Background: an optimization exercise with open tools, aiming at small area, a short achievable clock period and few clock cycles per item. Do not read the settings as production practice. RTL that was checked went through simulation tests only; none was proved equivalent to the original.

==> 02-10: inputs <==
==> flow/design.v (excerpt) <==
module elrek_tx (
    input  wire         clk,
    input  wire         rst,
    input  wire [30:0]  seed,
    input  wire         st_valid,
    output wire         st_ready,
    input  wire [3:0]   st_type,
    input  wire [3:0]   st_seq,
    input  wire [511:0] st_payload,
    output reg          tx_valid,
    output reg  [31:0]  tx_data
);
Settings: LEC_CHECK=0, CAP_MARGIN=20, CORE_MARGIN=2, CORE_UTILIZATION=55, CTS_BUF_LIST=sky130_fd_sc_hd__clkbuf_8, CTS_CLUSTER_SIZE=30, SLEW_MARGIN=20, SYNTH_HIERARCHICAL=1; clock period 80.0 ns.
standard.sh (not shown) runs the stock make flow with config.mk's settings and CLKGATE_MAP_FILE= SYNTH_SCRIPT=/design/flow/synth_recipe.tcl, a recipe that flattens the netlist after the stock synthesis.
==> flow/flow/run.sh <==
#!/bin/bash
# The standard layout (standard.sh), with these ORFS settings changed:
#  - ABC_LOAD_IN_FF=1: ABC sizes the small one-gate modules of the datapath
#    for a light load instead of upsizing them;
#  - port buffers use the smallest buffer cell (buf_1) rather than the delay
#    cell that buffer_ports picks by default;
#  - clock tree: clkbuf_16 buffers, sinks clustered in groups of up to 24
#    within 120 um, no dummy loads.
# Each ORFS step keeps its own log under orfs/logs; make's output goes to
# standard.log.
set -euo pipefail
bash standard.sh ABC_LOAD_IN_FF=1 SETUP_SLACK_MARGIN=63.6 SKIP_GATE_CLONING=1 MATCH_CELL_FOOTPRINT=0 \
    "BUFFER_PORTS_ARGS=-buffer_cell sky130_fd_sc_hd__buf_1" \
    "CTS_ARGS=-sink_clustering_enable -repair_clock_nets -sink_clustering_size 24 -sink_clustering_max_diameter 120 -buf_list sky130_fd_sc_hd__clkbuf_16 -dont_use_dummy_load" \
    finish > standard.log 2>&1
==> 01-21 (differences from 02-10) <==
--- a/flow/flow/run.sh
+++ b/flow/flow/run.sh
@@ -7,3 +7,5 @@
 #  - clock tree: clkbuf_16 buffers, sinks clustered in groups of up to 24
-#    within 120 um, no dummy loads.
+#    within 120 um, no dummy loads;
+#  - repair_timing aims at a setup slack of 63.3 ns (the clock is 80 ns, the
+#    I/O delays 16 ns each), without cloning gates.
 # Each ORFS step keeps its own log under orfs/logs; make's output goes to
@@ -11,3 +13,3 @@
 set -euo pipefail
-bash standard.sh ABC_LOAD_IN_FF=1 SETUP_SLACK_MARGIN=63.6 SKIP_GATE_CLONING=1 MATCH_CELL_FOOTPRINT=0 \
+bash standard.sh ABC_LOAD_IN_FF=1 SETUP_SLACK_MARGIN=63.3 SKIP_GATE_CLONING=1 \
     "BUFFER_PORTS_ARGS=-buffer_cell sky130_fd_sc_hd__buf_1" \
CTS_BUF_LIST = not set   (was sky130_fd_sc_hd__clkbuf_8)
CTS_CLUSTER_SIZE = not set   (was 30)
==> 09-05 (differences from 02-10) <==
--- a/flow/flow/run.sh
+++ b/flow/flow/run.sh
@@ -7,3 +7,5 @@
 #  - clock tree: clkbuf_16 buffers, sinks clustered in groups of up to 24
-#    within 120 um, no dummy loads.
+#    within 120 um, no dummy loads;
+#  - repair_timing aims at a setup slack of 63.3 ns (the clock is 80 ns, the
+#    I/O delays 16 ns each), without cloning gates.
 # Each ORFS step keeps its own log under orfs/logs; make's output goes to
@@ -11,3 +13,3 @@
 set -euo pipefail
-bash standard.sh ABC_LOAD_IN_FF=1 SETUP_SLACK_MARGIN=63.6 SKIP_GATE_CLONING=1 MATCH_CELL_FOOTPRINT=0 \
+bash standard.sh ABC_LOAD_IN_FF=1 SETUP_SLACK_MARGIN=63.3 SKIP_GATE_CLONING=1 \
     "BUFFER_PORTS_ARGS=-buffer_cell sky130_fd_sc_hd__buf_1" \
CORE_UTILIZATION = 70   (was 55)
CTS_BUF_LIST = not set   (was sky130_fd_sc_hd__clkbuf_8)
CTS_CLUSTER_SIZE = not set   (was 30)
==> 07-20 (differences from 02-10) <==
--- a/flow/flow/run.sh
+++ b/flow/flow/run.sh
@@ -11,3 +11,3 @@
 set -euo pipefail
-bash standard.sh ABC_LOAD_IN_FF=1 SETUP_SLACK_MARGIN=63.6 SKIP_GATE_CLONING=1 MATCH_CELL_FOOTPRINT=0 \
+bash standard.sh ABC_LOAD_IN_FF=1 SETUP_SLACK_MARGIN=63.3 SKIP_GATE_CLONING=1 MATCH_CELL_FOOTPRINT=0 \
     "BUFFER_PORTS_ARGS=-buffer_cell sky130_fd_sc_hd__buf_1" \
==> summary of the runs <==
Core utilization: 02-10 is higher than 07-20 (0.11 points). In 01-21 the cell area is smaller than in 02-10, by about 0.33%. 09-05 went through all stages and came out clean. 07-20 ran to the end with no violations. 01-21 passed the timing, design-rule and antenna checks. 02-10 completed with no timing, DRC or antenna violations. Register-to-register slack is about the same in 07-20 and 02-10. Global-route usage, lowest first: 01-21, 07-20, 02-10, 09-05. Area after synthesis is the same in 09-05 and 01-21. In critical path depth, 07-20 and 01-21 do not differ.
==> figures <==
Result of the run: 02-10 complete, no violations; 09-05 complete, no violations; 07-20 complete, no violations; 01-21 complete, no violations
Wire length of the first global-routing pass: 02-10 183000 microns; 09-05 181000 microns; 07-20 182000 microns; 01-21 182000 microns
Area of combinational cells with multiple inputs: 02-10 17400 sq um; 09-05 17400 sq um; 07-20 17400 sq um; 01-21 17400 sq um
Area growth, synth to finish: 02-10 13.1%; 09-05 12.1%; 07-20 12.9%; 01-21 12.7%
Area of all sequential standard cells: 02-10 19400 sq um; 09-05 19400 sq um; 07-20 19400 sq um; 01-21 19400 sq um
Met2 layer usage reported by global route: 02-10 59.6%; 09-05 71.5%; 07-20 58.7%; 01-21 58.2%
Post-DP HPWL: 02-10 101000 microns; 09-05 96500 microns; 07-20 99600 microns; 01-21 100000 microns
Post-route clock skew: 02-10 42.7 ps; 09-05 78.2 ps; 07-20 46.4 ps; 01-21 90.2 ps
Beginning of the critical path: 02-10 ready_o; 09-05 tx_data[2]; 07-20 tx_data[5]; 01-21 tx_data[1]
Delay of the slowest critical-path stage: 02-10 340 ps; 09-05 330 ps; 07-20 330 ps; 01-21 320 ps
Launching point of the worst reg2reg path: 02-10 P[411]; 09-05 tq[5]; 07-20 tq[6]; 01-21 tq[6]
Die Width: 02-10 262 microns; 09-05 233 microns; 07-20 262 microns; 01-21 262 microns
Multi-input logic portion of the cell area: 02-10 41.9%; 09-05 42.2%; 07-20 42.0%; 01-21 42.0%
Testbench counts of 02-10, summed over its fixed seeds: cycles 52,836, items 3,200.
Testbench counts of 01-21, summed over its fixed seeds: cycles 52,836, items 3,200.
Testbench counts of 09-05, summed over its fixed seeds: cycles 52,836, items 3,200.
Testbench counts of 07-20, summed over its fixed seeds: cycles 52,836, items 3,200.

==> inputs of 06-12 <==
elrek_tx, a different RTL version from the one above (not shown whole).
Settings: LEC_CHECK=0, CAP_MARGIN=20, CORE_MARGIN=2, CORE_UTILIZATION=40, SLEW_MARGIN=20; clock period 80.0 ns.
==> flow/flow/run.sh <==
#!/bin/bash
set -euo pipefail
export BUFFER_PORTS_ARGS="-buffer_cell sky130_fd_sc_hd__buf_1"
bash standard.sh > standard.log 2>&1
==> 08-13 (differences from 06-12) <==
- CORE_UTILIZATION: 40 -> 55
- CTS_BUF_LIST: default -> sky130_fd_sc_hd__clkbuf_8
- CTS_CLUSTER_SIZE: default -> 30
==> flow_metrics.py <==
metrics = {
    "placed_design": {
        "placed_cells": 5098,
    },
    "floorplanning": {
        "die_h_um": 321,
    },
    "outcome": {
        "status": "no timing/DRC/antenna violations",
    },
    "finish": {
        "drive_gt1_frac": 0.0978,
    },
    "drt": {
        "wl_met1_um": 60900,
    },
}
[end of results for 06-12]
==> flow_metrics.py <==
metrics = {
    "finish": {
        "drive_gt1_frac": 0.100,
    },
    "floorplanning": {
        "die_h_um": 274,
    },
    "outcome": {
        "status": "no timing/DRC/antenna violations",
    },
    "placed_design": {
        "placed_cells": 4755,
    },
    "drt": {
        "wl_met1_um": 54400,
    },
}
[end of results for 08-13]
Function was not checked in any run of this note: the RTL went through the layout flow alone.

==> job 721 <==
elrek_tx, a different RTL version from the one above (not shown whole).
Settings: LEC_CHECK=0, CAP_MARGIN=20, CORE_MARGIN=2, CORE_UTILIZATION=55, SLEW_MARGIN=20, SYNTH_HIERARCHICAL=1; clock period 80.0 ns.
==> flow/flow/run.sh <==
#!/bin/bash
# The standard layout (standard.sh), with these ORFS settings changed:
#  - ABC_LOAD_IN_FF=1: ABC sizes the small one-gate modules of the datapath
#    for a light load instead of upsizing them;
#  - port buffers use the smallest buffer cell (buf_1) rather than the delay
#    cell that buffer_ports picks by default;
#  - clock tree: clkbuf_16 buffers, sinks clustered in groups of up to 24
#    within 120 um, no dummy loads;
#  - repair_timing aims at a setup slack of 63.3 ns (the clock is 80 ns, the
#    I/O delays 16 ns each), without cloning gates.
# Each ORFS step keeps its own log under orfs/logs; make's output goes to
# standard.log.
set -euo pipefail
bash standard.sh ABC_LOAD_IN_FF=1 SETUP_SLACK_MARGIN=63.3 SKIP_GATE_CLONING=1 \
    "BUFFER_PORTS_ARGS=-buffer_cell sky130_fd_sc_hd__buf_1" \
    "CTS_ARGS=-sink_clustering_enable -repair_clock_nets -sink_clustering_size 24 -sink_clustering_max_diameter 120 -buf_list sky130_fd_sc_hd__clkbuf_16 -dont_use_dummy_load" \
    finish > standard.log 2>&1
==> inputs of job 6792, as changes to job 721 <==
GPL_TIMING_DRIVEN = 0   (was unset)
==> qor summary <==
metric                                                                           job 721       job 6792
Total half-perimeter wirelength after legalization and detailed placement      101700 um      106600 um
Crit Reg-Reg Startpoint                                                           P[243]          tq[7]
Outcome                                                 no timing/DRC/antenna violations  no timing/DRC/antenna violations
Clock network share of area                                                       2.054%         2.010%
Cell Count Post-Placement                                                           4039           4089
Setup WS pre-CTS                                                                62.34 ns       62.85 ns
Non-Clock Buffer Count                                                               625            674
Number of vias in the routed layout                                                26390          26380
Rel. slew slack                                                                   31.79%         34.14%
Met1 Use GR                                                                       49.70%         50.12%
Total routing resource utilization after global routing                           37.24%         37.08%
Met2 WL post-DR                                                                 60540 um       61230 um
Wire length of the first global-routing pass                                   184600 um      184100 um
Weighted congestion reported at the end of routability-driven placement            1.008         0.9814
Post-CTS Resized                                                                      45             40
Testbench counts of job 721, summed over its fixed seeds: cycles 52,836, items 3,200.
Testbench counts of job 6792, summed over its fixed seeds: cycles 52,836, items 3,200.

==> run a <==
elrek_tx, a different RTL version from the one above (not shown whole).
clock: 80.0 ns
lec_check: 0
cap_margin: 20
core_margin: 2
core_utilization: 55
slew_margin: 20
synth_hierarchical: 1
==> flow/flow/run.sh <==
#!/bin/bash
# The standard layout (standard.sh), with these ORFS settings changed:
#  - ABC_LOAD_IN_FF=1: ABC sizes the small one-gate modules of the datapath
#    for a light load instead of upsizing them;
#  - port buffers use the smallest buffer cell (buf_1) rather than the delay
#    cell that buffer_ports picks by default;
#  - clock tree: clkbuf_16 buffers, sinks clustered in groups of up to 24
#    within 120 um, no dummy loads;
#  - repair_timing aims at a setup slack of 63.3 ns (the clock is 80 ns, the
#    I/O delays 16 ns each), without cloning gates.
# Each ORFS step keeps its own log under orfs/logs; make's output goes to
# standard.log.
set -euo pipefail
bash standard.sh ABC_LOAD_IN_FF=1 SETUP_SLACK_MARGIN=63.3 SKIP_GATE_CLONING=1 \
    "BUFFER_PORTS_ARGS=-buffer_cell sky130_fd_sc_hd__buf_1" \
    "CTS_ARGS=-sink_clustering_enable -repair_clock_nets -sink_clustering_size 32 -sink_clustering_max_diameter 90 -buf_list sky130_fd_sc_hd__clkbuf_16 -dont_use_dummy_load" \
    finish > standard.log 2>&1
==> run b (differences from run a) <==
--- a/flow/flow/run.sh
+++ b/flow/flow/run.sh
@@ -15,3 +15,3 @@
     "BUFFER_PORTS_ARGS=-buffer_cell sky130_fd_sc_hd__buf_1" \
-    "CTS_ARGS=-sink_clustering_enable -repair_clock_nets -sink_clustering_size 32 -sink_clustering_max_diameter 90 -buf_list sky130_fd_sc_hd__clkbuf_16 -dont_use_dummy_load" \
+    "CTS_ARGS=-sink_clustering_enable -repair_clock_nets -sink_clustering_size 24 -sink_clustering_max_diameter 120 -buf_list sky130_fd_sc_hd__clkbuf_16 -dont_use_dummy_load" \
     finish > standard.log 2>&1
- CORE_UTILIZATION: 55 -> 62
==> run c (differences from run a) <==
--- a/flow/flow/run.sh
+++ b/flow/flow/run.sh
@@ -15,3 +15,3 @@
     "BUFFER_PORTS_ARGS=-buffer_cell sky130_fd_sc_hd__buf_1" \
-    "CTS_ARGS=-sink_clustering_enable -repair_clock_nets -sink_clustering_size 32 -sink_clustering_max_diameter 90 -buf_list sky130_fd_sc_hd__clkbuf_16 -dont_use_dummy_load" \
+    "CTS_ARGS=-sink_clustering_enable -repair_clock_nets -sink_clustering_size 24 -sink_clustering_max_diameter 120 -buf_list sky130_fd_sc_hd__clkbuf_16 -dont_use_dummy_load" \
     finish > standard.log 2>&1
- CORE_UTILIZATION: 55 -> 45
==> run d (differences from run a) <==
--- a/flow/flow/run.sh
+++ b/flow/flow/run.sh
@@ -15,3 +15,3 @@
     "BUFFER_PORTS_ARGS=-buffer_cell sky130_fd_sc_hd__buf_1" \
-    "CTS_ARGS=-sink_clustering_enable -repair_clock_nets -sink_clustering_size 32 -sink_clustering_max_diameter 90 -buf_list sky130_fd_sc_hd__clkbuf_16 -dont_use_dummy_load" \
+    "CTS_ARGS=-sink_clustering_enable -repair_clock_nets -sink_clustering_size 28 -sink_clustering_max_diameter 100 -buf_list sky130_fd_sc_hd__clkbuf_16 -dont_use_dummy_load" \
     finish > standard.log 2>&1
==> run notes <==
Flip-flop and latch count is the same in run b and run a. Maximum frequency, highest first: run c, run b, run a, run d. The highest first-iteration DRC count belongs to run b, the lowest to run c. In run d the non-clock buffer count is lower than in run c, by 7. Utilization: run b > run d > run a > run c.
Testbench counts of run a, summed over its fixed seeds: cycles 52,836, items 3,200.
Testbench counts of run b, summed over its fixed seeds: cycles 52,836, items 3,200.
Testbench counts of run c, summed over its fixed seeds: cycles 52,836, items 3,200.
Testbench counts of run d, summed over its fixed seeds: cycles 52,836, items 3,200.

==> inputs of trial 66 <==
RTL: one of the versions met above, not the one the previous note started from.
==> flow/design.v (excerpt) <==
module elrek_tx (
    input  wire         clk,
    input  wire         rst,
    input  wire [30:0]  seed,
    input  wire         st_valid,
    output wire         st_ready,
    input  wire [3:0]   st_type,
    input  wire [3:0]   st_seq,
    input  wire [511:0] st_payload,
    output reg          tx_valid,
    output reg  [31:0]  tx_data
);
==> flow/config.mk <==
export PLATFORM = sky130hd
export DESIGN_NAME = elrek_tx
export DESIGN_NICKNAME = elrek_tx
export VERILOG_FILES = /design/flow/design.v
export SDC_FILE = /design/flow/constraint.sdc
export NUM_CORES = 8
export LEC_CHECK = 0
export CAP_MARGIN = 20
export CORE_MARGIN = 2
export CORE_UTILIZATION = 55
export CTS_BUF_LIST = sky130_fd_sc_hd__clkbuf_8
export CTS_CLUSTER_SIZE = 30
export SLEW_MARGIN = 20
export SYNTH_HIERARCHICAL = 1
==> flow/constraint.sdc <==
create_clock -name core_clock -period 80.0 [get_ports {clk}]
set_input_delay 16.0000 -clock core_clock [delete_from_list [all_inputs] [get_ports {clk}]]
set_output_delay 16.0000 -clock core_clock [all_outputs]
set_load 0.01 [all_outputs]
==> flow/flow/run.sh <==
#!/bin/bash
# The standard layout (standard.sh), with these ORFS settings changed:
#  - ABC_LOAD_IN_FF=1: ABC sizes the small one-gate modules of the datapath
#    for a light load instead of upsizing them;
#  - port buffers use the smallest buffer cell (buf_1) rather than the delay
#    cell that buffer_ports picks by default;
#  - clock tree: clkbuf_16 buffers, sinks clustered in groups of up to 24
#    within 120 um, no dummy loads.
# Each ORFS step keeps its own log under orfs/logs; make's output goes to
# standard.log.
set -euo pipefail
bash standard.sh ABC_LOAD_IN_FF=1 \
    "BUFFER_PORTS_ARGS=-buffer_cell sky130_fd_sc_hd__buf_1" \
    "CTS_ARGS=-sink_clustering_enable -repair_clock_nets -sink_clustering_size 24 -sink_clustering_max_diameter 120 -buf_list sky130_fd_sc_hd__clkbuf_16 -dont_use_dummy_load" \
    finish > standard.log 2>&1
==> build 65: changes against trial 66 <==
==> flow/flow/run.sh (replaced) <==
#!/bin/bash
# The standard layout (standard.sh), with these ORFS settings changed:
#  - ABC_LOAD_IN_FF=1: ABC sizes the small one-gate modules of the datapath
#    for a light load instead of upsizing them;
#  - port buffers use the smallest buffer cell (buf_1) rather than the delay
#    cell that buffer_ports picks by default;
#  - clock tree: clkbuf_16 buffers, sinks clustered in groups of up to 24
#    within 120 um, no dummy loads;
#  - repair_timing aims at a setup slack of 63.3 ns (the clock is 80 ns, the
#    I/O delays 16 ns each), without cloning gates.
# Each ORFS step keeps its own log under orfs/logs; make's output goes to
# standard.log.
set -euo pipefail
bash standard.sh ABC_LOAD_IN_FF=1 SETUP_SLACK_MARGIN=63.3 SKIP_GATE_CLONING=1 \
    "BUFFER_PORTS_ARGS=-buffer_cell sky130_fd_sc_hd__buf_1" \
    "CTS_ARGS=-sink_clustering_enable -repair_clock_nets -sink_clustering_size 30 -sink_clustering_max_diameter 80 -buf_list sky130_fd_sc_hd__clkbuf_16 -dont_use_dummy_load" \
    finish > standard.log 2>&1
Settings changed: CTS_BUF_LIST sky130_fd_sc_hd__clkbuf_8 to unset, CTS_CLUSTER_SIZE 30 to unset.
==> trial 50: changes against trial 66 <==
--- a/flow/flow/run.sh
+++ b/flow/flow/run.sh
@@ -10,5 +10,5 @@
 # standard.log.
 set -euo pipefail
-bash standard.sh ABC_LOAD_IN_FF=1 \
+bash standard.sh ABC_LOAD_IN_FF=1 SETUP_SLACK_MARGIN=63.3 SKIP_GATE_CLONING=1 \
     "BUFFER_PORTS_ARGS=-buffer_cell sky130_fd_sc_hd__buf_1" \
     "CTS_ARGS=-sink_clustering_enable -repair_clock_nets -sink_clustering_size 24 -sink_clustering_max_diameter 120 -buf_list sky130_fd_sc_hd__clkbuf_16 -dont_use_dummy_load" \
==> run notes <==
| item | trial 50 | build 65 | trial 66 |
|---|---|---|---|
| Run status | complete, no violations | complete, no violations | complete, no violations |
| Worst Setup EP | tx_data[1] | tx_data[5] | scr[24] |
| Routability-driven placement congestion ratio | 0.970 | 0.970 | 0.996 |
| Final worst path period share | 21.3% | 21.3% | 21.5% |
| Footprint of the flip-flops and latches | 19400 um^2 | 19400 um^2 | 19400 um^2 |
| Detail Route met3 WL | 15.0 mm | 14.6 mm | 15.7 mm |
| Inserted Diodes | 20 | 19 | 21 |
| Share of cell area taken by multi-input logic gates | 42.0% | 42.0% | 42.1% |
| # clk buffers | 34 | 36 | 34 |
| Data arrival time of the critical path | 1.05 ns | 1.05 ns | 17.36 ns |
| CP Launch Type | flip-flop | flip-flop | primary input |
| Setup repair after global routing missed its margin | yes | yes | no |
| Largest driver fanout on the critical path | 1 | 1 | 42 |
| Final critical-path required period | 17.05 ns | 17.05 ns | 17.17 ns |
Testbench counts of trial 66, summed over its fixed seeds: cycles 52,836, items 3,200.
Testbench counts of build 65, summed over its fixed seeds: cycles 52,836, items 3,200.
Testbench counts of trial 50, summed over its fixed seeds: cycles 52,836, items 3,200.

-- re-timing with driven ports --
In the flow no input, the clock included, has a driving cell. The finished layouts below were timed again as built, in two steps. Step 1 sets driving cells, clkbuf_16 on the clock port and buf_2 on the other inputs (assumed; they add their load-dependent delay and slew). Step 2 moves the port delays by t, midway between the first and last clock arrival at a register: inputs arrive t later, outputs are due t later. That takes back most of the time a late clock gives input paths. Three values: ideal ports, drivers, drivers and shift; two values: the first two.
| run | t (ns) | setup WS [ns] | latest minus earliest clock arrival (ns) | pins driven straight from the clock port |
|---|---|---|---|---|
| 02-10 | 0.710 | 62.904 / 62.832 / 62.839 | 0.042 / 0.043 | 1 |
| 01-21 | 0.641 | 62.948 / 62.878 / 62.777 | 0.090 / 0.090 | 1 |
| 09-05 | 0.706 | 62.872 / 62.805 / 62.696 | 0.079 / 0.078 | 1 |
| 07-20 | 0.639 | 62.972 / 62.903 / 62.774 | 0.046 / 0.047 | 1 |
| 06-12 | 0.726 | 62.351 / 62.276 / 62.384 | 0.033 / 0.033 | 1 |
| 08-13 | 0.808 | 62.403 / 62.335 / 62.327 | 0.070 / 0.070 | 1 |
| job 721 | 0.637 | 62.952 / 62.886 / 62.758 | 0.099 / 0.099 | 1 |
| job 6792 | 0.642 | 62.951 / 62.886 / 62.773 | 0.098 / 0.098 | 1 |
| run a | 0.695 | 62.913 / 62.845 / 62.683 | 0.096 / 0.096 | 1 |
| run b | 0.700 | 62.916 / 62.853 / 62.669 | 0.070 / 0.070 | 1 |
| run c | 0.649 | 62.973 / 62.900 / 62.776 | 0.074 / 0.074 | 1 |
| run d | 0.699 | 62.887 / 62.818 / 62.703 | 0.065 / 0.065 | 1 |
| trial 66 | 0.647 | 62.831 / 62.851 / 62.222 | 0.076 / 0.076 | 1 |
| build 65 | 0.644 | 62.954 / 62.884 / 62.778 | 0.080 / 0.080 | 1 |
| trial 50 | 0.641 | 62.948 / 62.878 / 62.777 | 0.090 / 0.090 | 1 |
After both steps every run listed still meets setup and hold. The setup slack of trial 66, which loses most, moves by +0.020 ns with the drivers and by -0.609 ns with both steps.
